Context: an optimization exercise on an open-source flow, tuned for small area, a short achievable clock period and few clock cycles per item. The choices shown serve that exercise and are no tape-out recipe.
Only simulation tests tie the RTL to the original design; equivalence was not proved.
Power figures rest on the tool's default switching activity, not on a simulated workload.

File: flow/config.mk
export PLATFORM = sky130hd
export DESIGN_NAME = loop_frame
export DESIGN_NICKNAME = loop_frame
export VERILOG_FILES = /design/flow/design.v
export SDC_FILE = /design/flow/constraint.sdc
export NUM_CORES = 8
export LEC_CHECK = 0
export CAP_MARGIN = 20
export CORE_MARGIN = 2
export CORE_UTILIZATION = 40
export SLEW_MARGIN = 20
File: flow/constraint.sdc
create_clock -name core_clock -period 32.0 [get_ports {clk}]
set_input_delay 6.4000 -clock core_clock [delete_from_list [all_inputs] [get_ports {clk}]]
set_output_delay 6.4000 -clock core_clock [all_outputs]
set_load 0.01 [all_outputs]
File: flow/design.v
module loop_frame (
    input  wire        clk,
    input  wire        rst,
    input  wire        cmd_valid,
    output wire        cmd_ready,
    input  wire [1:0]  cmd_op,
    input  wire [5:0]  cmd_addr,
    input  wire [31:0] cmd_data,
    input  wire [31:0] in_y,
    input  wire [31:0] in_r,
    input  wire [31:0] in_x1,
    input  wire [31:0] in_x2,
    input  wire [31:0] in_x3,
    output reg         out_valid,
    output reg  [31:0] out_value,
    output reg  [1:0]  out_lim,
    output reg  [11:0] out_flags
);
    localparam signed [31:0] SMAX = 32'sh7fffffff;
    localparam signed [31:0] SMIN = -32'sh7fffffff - 32'sd1;
    localparam F_SHAPE = 0, F_ERROR = 1, F_PID = 2, F_INTEG = 3, F_BQ0 = 4,
               F_FF = 8, F_CLAMP = 9, F_RATE = 10, F_PSAT = 11;
    reg signed [31:0] p_alpha, p_dr, p_kp, p_ki, p_kd, p_bias;
    reg signed [31:0] p_k1, p_k2, p_k3, p_omin, p_omax, p_du, p_ostart;
    reg               p_rev;
    reg signed [31:0] p_b0 [0:3];
    reg signed [31:0] p_b1 [0:3];
    reg signed [31:0] p_b2 [0:3];
    reg signed [31:0] p_a1 [0:3];
    reg signed [31:0] p_a2 [0:3];
    reg signed [31:0] st_rs, st_eprev, st_i, st_out;
    reg signed [31:0] st_s1 [0:3];
    reg signed [31:0] st_s2 [0:3];
    reg        [1:0]  st_lim;
    reg               st_frozen;     
    reg [1:0]         op_q;
    reg signed [31:0] t_q, y_q, r_q, x1_q, x2_q, x3_q;
    reg signed [31:0] w_dr, w_e, w_p, w_d, w_gi, w_f, w_u, w_b;
    reg signed [71:0] acc;
    reg [11:0]        flags;
    reg [5:0]         step;
    reg [1:0]         bq;
    reg               busy;
    assign cmd_ready = !busy;
    function signed [31:0] sat32;
        input signed [71:0] x;
        begin
            if (x > $signed({{40{1'b0}}, SMAX})) sat32 = SMAX;
            else if (x < $signed({{40{1'b1}}, SMIN})) sat32 = SMIN;
            else sat32 = x[31:0];
        end
    endfunction
    function is_sat;
        input signed [71:0] x;
        begin
            is_sat = (x > $signed({{40{1'b0}}, SMAX})) || (x < $signed({{40{1'b1}}, SMIN}));
        end
    endfunction
    function signed [71:0] rnd24;
        input signed [71:0] x;
        reg   signed [71:0] m;
        begin
            if (x < 0) begin
                m = -x;
                rnd24 = -((m + 72'sd8388608) >>> 24);
            end else begin
                rnd24 = (x + 72'sd8388608) >>> 24;
            end
        end
    endfunction
    function signed [71:0] ext;
        input signed [31:0] v;
        begin
            ext = {{40{v[31]}}, v};
        end
    endfunction
    reg  signed [31:0] m_a, m_b;
    wire signed [63:0] m_p = m_a * m_b;
    wire signed [71:0] prod = {{8{m_p[63]}}, m_p};
    wire signed [71:0] acc_rnd = rnd24(acc);
    wire signed [31:0] acc_nar = sat32(acc_rnd);
    wire               acc_sat = is_sat(acc_rnd);
    localparam [5:0] S_DR = 6'd0,  S_AL = 6'd1,  S_RS = 6'd2,  S_E  = 6'd3,
                     S_P  = 6'd4,  S_D1 = 6'd5,  S_D2 = 6'd6,  S_I1 = 6'd7,
                     S_I2 = 6'd8,  S_F1 = 6'd9,  S_F2 = 6'd10, S_F3 = 6'd11,
                     S_F4 = 6'd12, S_B0 = 6'd13, S_B1 = 6'd14, S_B2 = 6'd15,
                     S_B3 = 6'd16, S_B4 = 6'd17, S_B5 = 6'd18, S_Q0 = 6'd19,
                     S_Q1 = 6'd20, S_Q2 = 6'd21, S_Q3 = 6'd22, S_OUT = 6'd23,
                     S_U  = 6'd24;
    always @(*) begin
        m_a = 32'sd0;
        m_b = 32'sd0;
        case (step)
            S_AL: begin m_a = p_alpha;   m_b = w_dr;    end
            S_P:  begin m_a = p_kp;      m_b = w_e;     end
            S_D1: begin m_a = p_kd;      m_b = w_e;     end
            S_D2: begin m_a = p_kd;      m_b = st_eprev; end
            S_I1: begin m_a = p_ki;      m_b = w_e;     end
            S_F1: begin m_a = p_k1;      m_b = x1_q;    end
            S_F2: begin m_a = p_k2;      m_b = x2_q;    end
            S_F3: begin m_a = p_k3;      m_b = x3_q;    end
            S_B0: begin m_a = p_b0[bq];  m_b = w_u;     end
            S_B1: begin m_a = p_b1[bq];  m_b = w_u;     end
            S_B2: begin m_a = p_a1[bq];  m_b = w_b;     end
            S_B3: begin m_a = p_b2[bq];  m_b = w_u;     end
            S_B4: begin m_a = p_a2[bq];  m_b = w_b;     end
            S_Q0: begin m_a = p_b0[bq];  m_b = w_u;     end
            S_Q1: begin m_a = p_b2[bq];  m_b = w_u;     end
            S_Q2: begin m_a = p_a2[bq];  m_b = w_u;     end
            default: ;
        endcase
    end
    wire signed [71:0] dr_full   = ext(r_q) - ext(st_rs);
    wire signed [71:0] step_lo   = -ext(p_dr);
    wire signed [71:0] step_hi   = ext(p_dr);
    wire signed [71:0] step_m    = (ext(acc_nar) < step_lo) ? step_lo : ext(acc_nar);
    wire signed [71:0] step_c    = (step_m > step_hi) ? step_hi : step_m;
    wire signed [71:0] rs_full   = ext(st_rs) + step_c;
    wire signed [71:0] e_full    = p_rev ? (ext(y_q) - ext(st_rs)) : (ext(st_rs) - ext(y_q));
    wire signed [71:0] i_full    = ext(st_i) + ext(w_gi);
    wire signed [71:0] u_full    = ext(w_p) + ext(st_i) + ext(w_d);
    wire signed [71:0] pu_full   = ext(t_q) - ext(w_f);             
    wire signed [31:0] pu        = sat32(pu_full);
    wire signed [71:0] pi_full   = ext(pu) - ext(w_p) - ext(w_d);   
    wire signed [71:0] v_full    = ext(w_u) + ext(w_f);
    wire signed [31:0] v_sat     = sat32(v_full);
    wire signed [31:0] o_cl      = (v_sat < p_omin) ? p_omin : v_sat;
    wire signed [31:0] o_val     = (o_cl > p_omax) ? p_omax : o_cl;
    wire signed [31:0] prev_out  = (op_q == 2'd1) ? t_q : st_out;
    wire signed [71:0] r_lo      = ext(prev_out) - ext(p_du);
    wire signed [71:0] r_hi      = ext(prev_out) + ext(p_du);
    wire signed [71:0] w_cl      = (ext(o_val) < r_lo) ? r_lo : ext(o_val);
    wire signed [71:0] w_rt      = (w_cl > r_hi) ? r_hi : w_cl;
    wire signed [71:0] w_c1      = (w_rt < ext(p_omin)) ? ext(p_omin) : w_rt;
    wire signed [71:0] w_fin     = (w_c1 > ext(p_omax)) ? ext(p_omax) : w_c1;
    wire        [1:0]  lim_new   = (ext(v_sat) > w_rt) ? 2'b01 :
                                   (ext(v_sat) < w_rt) ? 2'b11 : 2'b00;
    integer j;
    always @(posedge clk) begin
        if (rst) begin
            busy      <= 1'b0;
            step      <= S_DR;
            bq        <= 2'd0;
            out_valid <= 1'b0;
            out_value <= 32'd0;
            out_lim   <= 2'd0;
            out_flags <= 12'd0;
            p_alpha   <= 32'sh01000000;
            p_dr      <= SMAX;
            p_kp      <= 32'sd0;
            p_ki      <= 32'sd0;
            p_kd      <= 32'sd0;
            p_bias    <= 32'sd0;
            p_k1      <= 32'sd0;
            p_k2      <= 32'sd0;
            p_k3      <= 32'sd0;
            p_omin    <= SMIN;
            p_omax    <= SMAX;
            p_du      <= SMAX;
            p_ostart  <= 32'sd0;
            p_rev     <= 1'b0;
            for (j = 0; j < 4; j = j + 1) begin
                p_b0[j]  <= 32'sh01000000;
                p_b1[j]  <= 32'sd0;
                p_b2[j]  <= 32'sd0;
                p_a1[j]  <= 32'sd0;
                p_a2[j]  <= 32'sd0;
                st_s1[j] <= 32'sd0;
                st_s2[j] <= 32'sd0;
            end
            st_rs     <= 32'sd0;
            st_eprev  <= 32'sd0;
            st_i      <= 32'sd0;
            st_out    <= 32'sd0;
            st_lim    <= 2'd0;
            st_frozen <= 1'b0;
        end else begin
            out_valid <= 1'b0;
            if (!busy) begin
                if (cmd_valid) begin
                    if (cmd_op == 2'd3) begin
                        case (cmd_addr)
                            6'd0:  p_alpha  <= cmd_data;
                            6'd1:  p_dr     <= cmd_data;
                            6'd2:  p_kp     <= cmd_data;
                            6'd3:  p_ki     <= cmd_data;
                            6'd4:  p_kd     <= cmd_data;
                            6'd5:  p_bias   <= cmd_data;
                            6'd6:  p_k1     <= cmd_data;
                            6'd7:  p_k2     <= cmd_data;
                            6'd8:  p_k3     <= cmd_data;
                            6'd9:  p_omin   <= cmd_data;
                            6'd10: p_omax   <= cmd_data;
                            6'd11: p_du     <= cmd_data;
                            6'd12: p_ostart <= cmd_data;
                            6'd13: p_rev    <= cmd_data[0];
                            6'd62: begin
                                st_rs    <= cmd_data;
                                st_eprev <= 32'sd0;
                                st_i     <= 32'sd0;
                                st_lim   <= 2'd0;
                                st_out   <= p_ostart;
                                for (j = 0; j < 4; j = j + 1) begin
                                    st_s1[j] <= 32'sd0;
                                    st_s2[j] <= 32'sd0;
                                end
                            end
                            default: begin
                                if (cmd_addr >= 6'd16 && cmd_addr < 6'd36) begin
                                    case ((cmd_addr - 6'd16) % 5)
                                        0: p_b0[(cmd_addr - 6'd16) / 5] <= cmd_data;
                                        1: p_b1[(cmd_addr - 6'd16) / 5] <= cmd_data;
                                        2: p_b2[(cmd_addr - 6'd16) / 5] <= cmd_data;
                                        3: p_a1[(cmd_addr - 6'd16) / 5] <= cmd_data;
                                        default: p_a2[(cmd_addr - 6'd16) / 5] <= cmd_data;
                                    endcase
                                end
                            end
                        endcase
                    end else begin
                        busy  <= 1'b1;
                        step  <= S_DR;
                        op_q  <= cmd_op;
                        t_q   <= cmd_data;
                        y_q   <= in_y;
                        r_q   <= in_r;
                        x1_q  <= in_x1;
                        x2_q  <= in_x2;
                        x3_q  <= in_x3;
                        flags <= 12'd0;
                    end
                end
            end else begin
                case (step)
                    S_DR: begin
                        w_dr <= sat32(dr_full);
                        if (is_sat(dr_full)) flags[F_SHAPE] <= 1'b1;
                        step <= S_AL;
                    end
                    S_AL: begin
                        acc  <= prod;
                        step <= S_RS;
                    end
                    S_RS: begin
                        st_rs <= sat32(rs_full);
                        if (acc_sat || is_sat(rs_full)) flags[F_SHAPE] <= 1'b1;
                        if (op_q == 2'd2) begin
                            st_frozen <= 1'b1;
                            out_valid <= 1'b1;
                            out_value <= st_out;
                            out_lim   <= st_lim;
                            out_flags <= flags | ((acc_sat || is_sat(rs_full)) ? 12'd1 : 12'd0);
                            busy      <= 1'b0;
                        end else begin
                            step <= S_E;
                        end
                    end
                    S_E: begin
                        w_e <= sat32(e_full);
                        if (is_sat(e_full)) flags[F_ERROR] <= 1'b1;
                        step <= S_P;
                    end
                    S_P: begin
                        acc  <= prod;
                        step <= S_D1;
                    end
                    S_D1: begin
                        w_p <= acc_nar;
                        if (acc_sat) flags[F_PID] <= 1'b1;
                        acc  <= prod;
                        step <= S_D2;
                    end
                    S_D2: begin
                        acc  <= acc - prod;
                        step <= S_I1;
                    end
                    S_I1: begin
                        if (st_frozen) begin
                            w_d <= 32'sd0;
                        end else begin
                            w_d <= acc_nar;
                            if (acc_sat) flags[F_PID] <= 1'b1;
                        end
                        acc  <= prod;
                        step <= S_I2;
                    end
                    S_I2: begin
                        w_gi <= acc_nar;
                        if (acc_sat && op_q == 2'd0) flags[F_INTEG] <= 1'b1;
                        step <= S_F1;
                    end
                    S_F1: begin
                        if (op_q == 2'd0) begin
                            if (!((st_lim == 2'b01) && (w_gi > 0)) &&
                                !((st_lim == 2'b11) && (w_gi < 0))) begin
                                st_i <= sat32(i_full);
                                if (is_sat(i_full)) flags[F_INTEG] <= 1'b1;
                            end
                        end
                        acc  <= (ext(p_bias) <<< 24) + prod;
                        step <= S_F2;
                    end
                    S_F2: begin
                        acc  <= acc + prod;
                        step <= S_F3;
                    end
                    S_F3: begin
                        acc  <= acc + prod;
                        step <= S_F4;
                    end
                    S_F4: begin
                        w_f <= acc_nar;
                        if (acc_sat) flags[F_FF] <= 1'b1;
                        st_eprev <= w_e;
                        step <= S_U;
                    end
                    S_U: begin
                        bq <= 2'd0;
                        if (op_q == 2'd1) begin
                            w_u  <= pu;
                            st_i <= sat32(pi_full);
                            if (is_sat(pu_full) || is_sat(pi_full)) flags[F_PSAT] <= 1'b1;
                            step <= S_Q0;
                        end else begin
                            w_u <= sat32(u_full);
                            if (is_sat(u_full)) flags[F_PID] <= 1'b1;
                            step <= S_B0;
                        end
                    end
                    S_B0: begin
                        acc  <= prod + (ext(st_s1[bq]) <<< 24);
                        step <= S_B1;
                    end
                    S_B1: begin
                        w_b <= acc_nar;
                        if (acc_sat) flags[F_BQ0 + bq] <= 1'b1;
                        acc  <= prod + (ext(st_s2[bq]) <<< 24);
                        step <= S_B2;
                    end
                    S_B2: begin
                        acc  <= acc - prod;
                        step <= S_B3;
                    end
                    S_B3: begin
                        st_s1[bq] <= acc_nar;
                        if (acc_sat) flags[F_BQ0 + bq] <= 1'b1;
                        acc  <= prod;
                        step <= S_B4;
                    end
                    S_B4: begin
                        acc  <= acc - prod;
                        step <= S_B5;
                    end
                    S_B5: begin
                        st_s2[bq] <= acc_nar;
                        if (acc_sat) flags[F_BQ0 + bq] <= 1'b1;
                        w_u  <= w_b;
                        bq   <= bq + 2'd1;
                        step <= (bq == 2'd3) ? S_OUT : S_B0;
                    end
                    S_Q0: begin
                        acc  <= (ext(w_u) <<< 24) - prod;
                        step <= S_Q1;
                    end
                    S_Q1: begin
                        st_s1[bq] <= acc_nar;
                        if (acc_sat) flags[F_BQ0 + bq] <= 1'b1;
                        acc  <= prod;
                        step <= S_Q2;
                    end
                    S_Q2: begin
                        acc  <= acc - prod;
                        step <= S_Q3;
                    end
                    S_Q3: begin
                        st_s2[bq] <= acc_nar;
                        if (acc_sat) flags[F_BQ0 + bq] <= 1'b1;
                        bq   <= bq + 2'd1;
                        step <= (bq == 2'd3) ? S_OUT : S_Q0;
                    end
                    S_OUT: begin
                        st_out    <= w_fin[31:0];
                        st_lim    <= lim_new;
                        st_frozen <= 1'b0;
                        out_valid <= 1'b1;
                        out_value <= w_fin[31:0];
                        out_lim   <= lim_new;
                        out_flags <= flags
                                   | (is_sat(v_full) ? (12'd1 << F_FF) : 12'd0)
                                   | (((o_val != v_sat) || (w_fin != w_rt)) ? (12'd1 << F_CLAMP) : 12'd0)
                                   | ((w_rt != ext(o_val)) ? (12'd1 << F_RATE) : 12'd0);
                        busy      <= 1'b0;
                        step      <= S_DR;
                    end
                    default: step <= S_DR;
                endcase
            end
        end
    end
endmodule
File: flow/run.sh
#!/bin/bash
# synth_recipe.tcl (not shown) runs the flow's synth.tcl, then flattens the netlist and writes it again
# the make line also repeats each setting of config.mk as NAME=value (left out here)
make -C /OpenROAD-flow-scripts/flow DESIGN_CONFIG=/design/flow/config.mk WORK_HOME=/design/flow/orfs CLKGATE_MAP_FILE= SYNTH_SCRIPT=/design/flow/synth_recipe.tcl finish
==> impl_results.md <==
- Post-synthesis adder-cell area fraction: 0.220
- Cell area after synthesis: 0.174 mm²
- Mean area per synthesized cell: 9.16 µm²
- Vias: 154,000
- Outcome: finished clean
- Main combinational cell family by area after synthesis: adder cells
- Max rail drop VDD: 0.0585 mV
- Hold WC Path Type: flop to flop
- Setup Viol. Count Final: 0
- Post-CTS Resized: 0
- TritonCTS clock tree: built
- Worst EP required: 32.82 ns
- Async SR Flop Fraction: 0
- Detailed Routing Iterations Pass 1: 9
- F_max: 36.6 MHz
- Max-slew violations: 0
- Register bit total from synthesis: 2,033
- Fillers: 42,000
- Overflow after GRT: 0
- WL/cell: 30.9 µm
- Initial core utilization: 0.402
- Synth area leaders: edfxtp_1, fa_1, ha_1
- Critical Path Source Type: flop
- CTS Buf Count: 229
- Largest net degree at the start of global routing: 155
- Final Hold Fails: 0
- Unrepaired setup endpoints after global routing: false
- Final nets: 21,500
- DRC Markers: 0
- Antenna violations before repair: 73
- DIE AREA: 0.442 mm²
- Min cycle time layout: 27.30 ns
- PD cells: 35.5 mW/mm²
- Top cell type's share of synthesized area: 0.246
- Row cnt: 242
- Post-synth EDFFs: 1,428
- Later-pin clock latency in the skew report: 1.03 ns
- Slew headroom: 0.188
- Clock root cell: clkbuf_16
- Die Height: 664 µm
- Top cells by count, synth: nand2_1, inv_1, nor2_1
- Worst Path Buf+Inv: 11
- Clock transition at path regs: 0.07 ns
- Simple-Gate Fraction of Synth Area: 0.158
- WS Path Type: flop to flop
- DRT antenna net count: 0
- Critical path arrival: 28.11 ns
- I/O pin count: 251
- Share of layout cells above drive strength 1: 0.0799
- Synth cell types: 116
- Worst Tran Pin Value: 1.21 ns
- Final Wtd Congestion: 1.06
- Synth Instances: 19,100
- Final clock skew: 0.123 ns
- Setup_tns: 0 ns
- Synth Area in Compound Gates: 0.155
- Layout area overhead: 10.1%
- Yosys top cell by area: edfxtp_1
- Main synth FF type: edfxtp_1
- Post-Route WL: 770,000 µm
- Sink Count: 2,033
- First-pass GRT wire length: 1,080,000 µm
- Mux cell area share after synthesis: 0.0421
- Core Area: 0.435 mm²
- CP max-delay cell: mux2i_1
- Pwr Total: 6820 µW
- Most instantiated library cell after synthesis: nand2_1
- Top Family by Delay on Critical Path: compound AO/OA/AOI/OAI gates
- Hpwl dp: 566,000 µm
- Seq/Total Area, Yosys: 0.315
- Final period util: 0.853
- Routed vias/inst: 6.20
- Synth Net Count: 21,600
- Max cap viols: 0
- Post-synthesis xor/xnor area fraction: 0.0446
- 1st-iter DRT viols: 20,700
- IO Port Bufs: 250
- H-tree Lvls: 4
- CP most frequent cell: a21oi_1
- Hold Buf Count CTS: 0
- Clk buf depth: 4
- Gr usage total: 0.339
- YS warnings: 1
- Slowest stage delay, CP: 0.71 ns
- Die width: 664 µm
- CP Max Fanout: 55
- Vias in the first global route: 145,000
- Critical Path End Type: flop
- Setup Buffers After CTS: 0
- Leak pwr: 0.0792 µW
## cells by family after synthesis
family,after synthesis
xor gates and xnor gates,885
buffers and inverters,2986
and+or+nand+nor,6164
DFF,2033
AOI/OAI and AO/OA,4167
adders and majority gates,2374
muxes,442
## metrics by stage
| stage | cell area, µm² | cells | hold WS, ns | setup slack [ns] | util |
|---|---|---|---|---|---|
| 4_1_cts | 192000 | 24800 | 0.451 | 5.50 | 0.442 |
| 3_3_place_gp | 184000 | 24400 | 0.440 | 5.45 | 0.425 |
| 6_report | 192000 | 24900 | 0.451 | 4.70 | 0.442 |
| 2_1_floorplan | 174000 | 19100 | 0.432 | 10.69 | - |
| 3_5_place_dp | 184000 | 24400 | 0.445 | 5.59 | 0.425 |
| 5_1_grt | 192000 | 24900 | 0.466 | 3.11 | 0.442 |
## flip-flops by register name (all words and copies together) (netlist names), 72 cells and up, named ones only
| name | count |
|---|---|
| p_a1 | 128 |
| p_a2 | 128 |
| p_b0 | 128 |
| p_b1 | 128 |
| p_b2 | 128 |
| st_s1 | 128 |
| st_s2 | 128 |
| acc | 72 |
## worst register-to-register path, delay by kind of cell, from the launching register on
family,cells,cell delay [ns]
simple gates,18,4.73
mux,5,2.33
compound gates,54,14.15
fa+ha+maj,7,2.28
buf+inv,11,3.16
flops,1,0.51
## worst paths after layout
check                           slack, ns                         to                     from  depth (start not counted)
worst max-delay path                 4.70  out_flags[9]$_SDFFE_PP0P_         w_u[1]$_DFFE_PP_                         95
worst min register to register       0.45    p_alpha[0]$_SDFFE_PP0P_  p_alpha[0]$_SDFFE_PP0P_                          2
worst max register to register       4.70  out_flags[9]$_SDFFE_PP0P_         w_u[1]$_DFFE_PP_                         95
worst min-delay path                 0.45    p_alpha[0]$_SDFFE_PP0P_  p_alpha[0]$_SDFFE_PP0P_                          2
## layer usage
layer / global-route usage / vias to the layer above / part of all wire
li1: - / 66200 / -
met1: 0.449 / 76400 / 0.39
met2: 0.493 / 9750 / 0.42
met3: 0.0922 / 1889 / 0.13
met4: 0.201 / 34 / 0.070
met5: 0 / - / 0.00030
## layout by cell type (no fill, tap or decap), types with 62 or more instances in the layout
master	Yosys	routed
a222oi_1	64	64
a31oi_1	95	94
clkbuf_16	0	230
nor2b_1	147	145
and2_1	123	121
ha_1	1199	1199
xor2_1	243	239
a221oi_1	93	92
a21oi_1	1385	1373
dfxtp_1	605	602
edfxtp_1	1428	1428
or3_1	82	79
o22ai_1	67	67
fa_1	1161	1160
nor2_1	1674	1642
clkdlybuf4s50_1	0	217
a211oi_1	92	88
inv_1	1843	1840
nand3_1	264	253
o21ai_0	692	670
clkinv_1	28	62
nand2_1	2505	2494
nand4_1	211	211
mux2_2	100	100
o21bai_1	98	98
nor3_1	523	511
mux2i_1	117	117
and3_1	106	103
or2_2	70	70
a22oi_1	206	206
xnor2_1	640	623
buf_4	2	498
o211ai_1	171	171
o21a_1	128	128
a21o_1	389	388
nand2b_1	169	167
nor4_1	83	80
mux4_2	224	224
## layout make-up
type                       count  area (µm²)  share of cell area
clock buffer                 288        6120              0.0319
antenna                       51         128            0.000664
clock inverter               136        1410             0.00731
multi-input combinational  14000      109000               0.568
inverter                    1872        7030              0.0366
timing repair buffer         753        6170              0.0321
tap                         5734        7170              0.0373
sequential                  2033       55000               0.286
## power by group
group / internal [µW] / switching (µW) / leakage, µW
Sequential: 2860 / 24.7 / 0.0192
Combinational: 375 / 831 / 0.0563
Clock: 1520 / 1210 / 0.00363
Testbench counts, summed over its fixed seeds: cycles 64,008, frames 1,600.

==> port drivers added, routing unchanged <==
How much do the figures lean on ideal ports? The routed layout below was timed once more, with nothing changed but the port constraints. Step 1 sets driving cells, clkbuf_16 on the clock port and buf_2 on the other inputs (assumed; they add their load-dependent delay and slew). Step 2 times the ports against the registers' clock, not the clock port: input delays grow and output delays shrink by t, the midpoint of the rising clock arrivals with the driver on. Slacks: ideal ports / drivers / drivers and shift; pairs: ideal ports / drivers.
shift t [ns]: 1.094
slack for setup (ns): 4.705 / 4.705 / 4.705
worst hold slack (ns): 0.451 / 0.451 / 0.451
clock arrival spread, ns: 0.126 / 0.127
After both steps this run still meets setup and hold. The setup slack of this run moves by 0.000 ns with the drivers and by 0.000 ns with both steps.
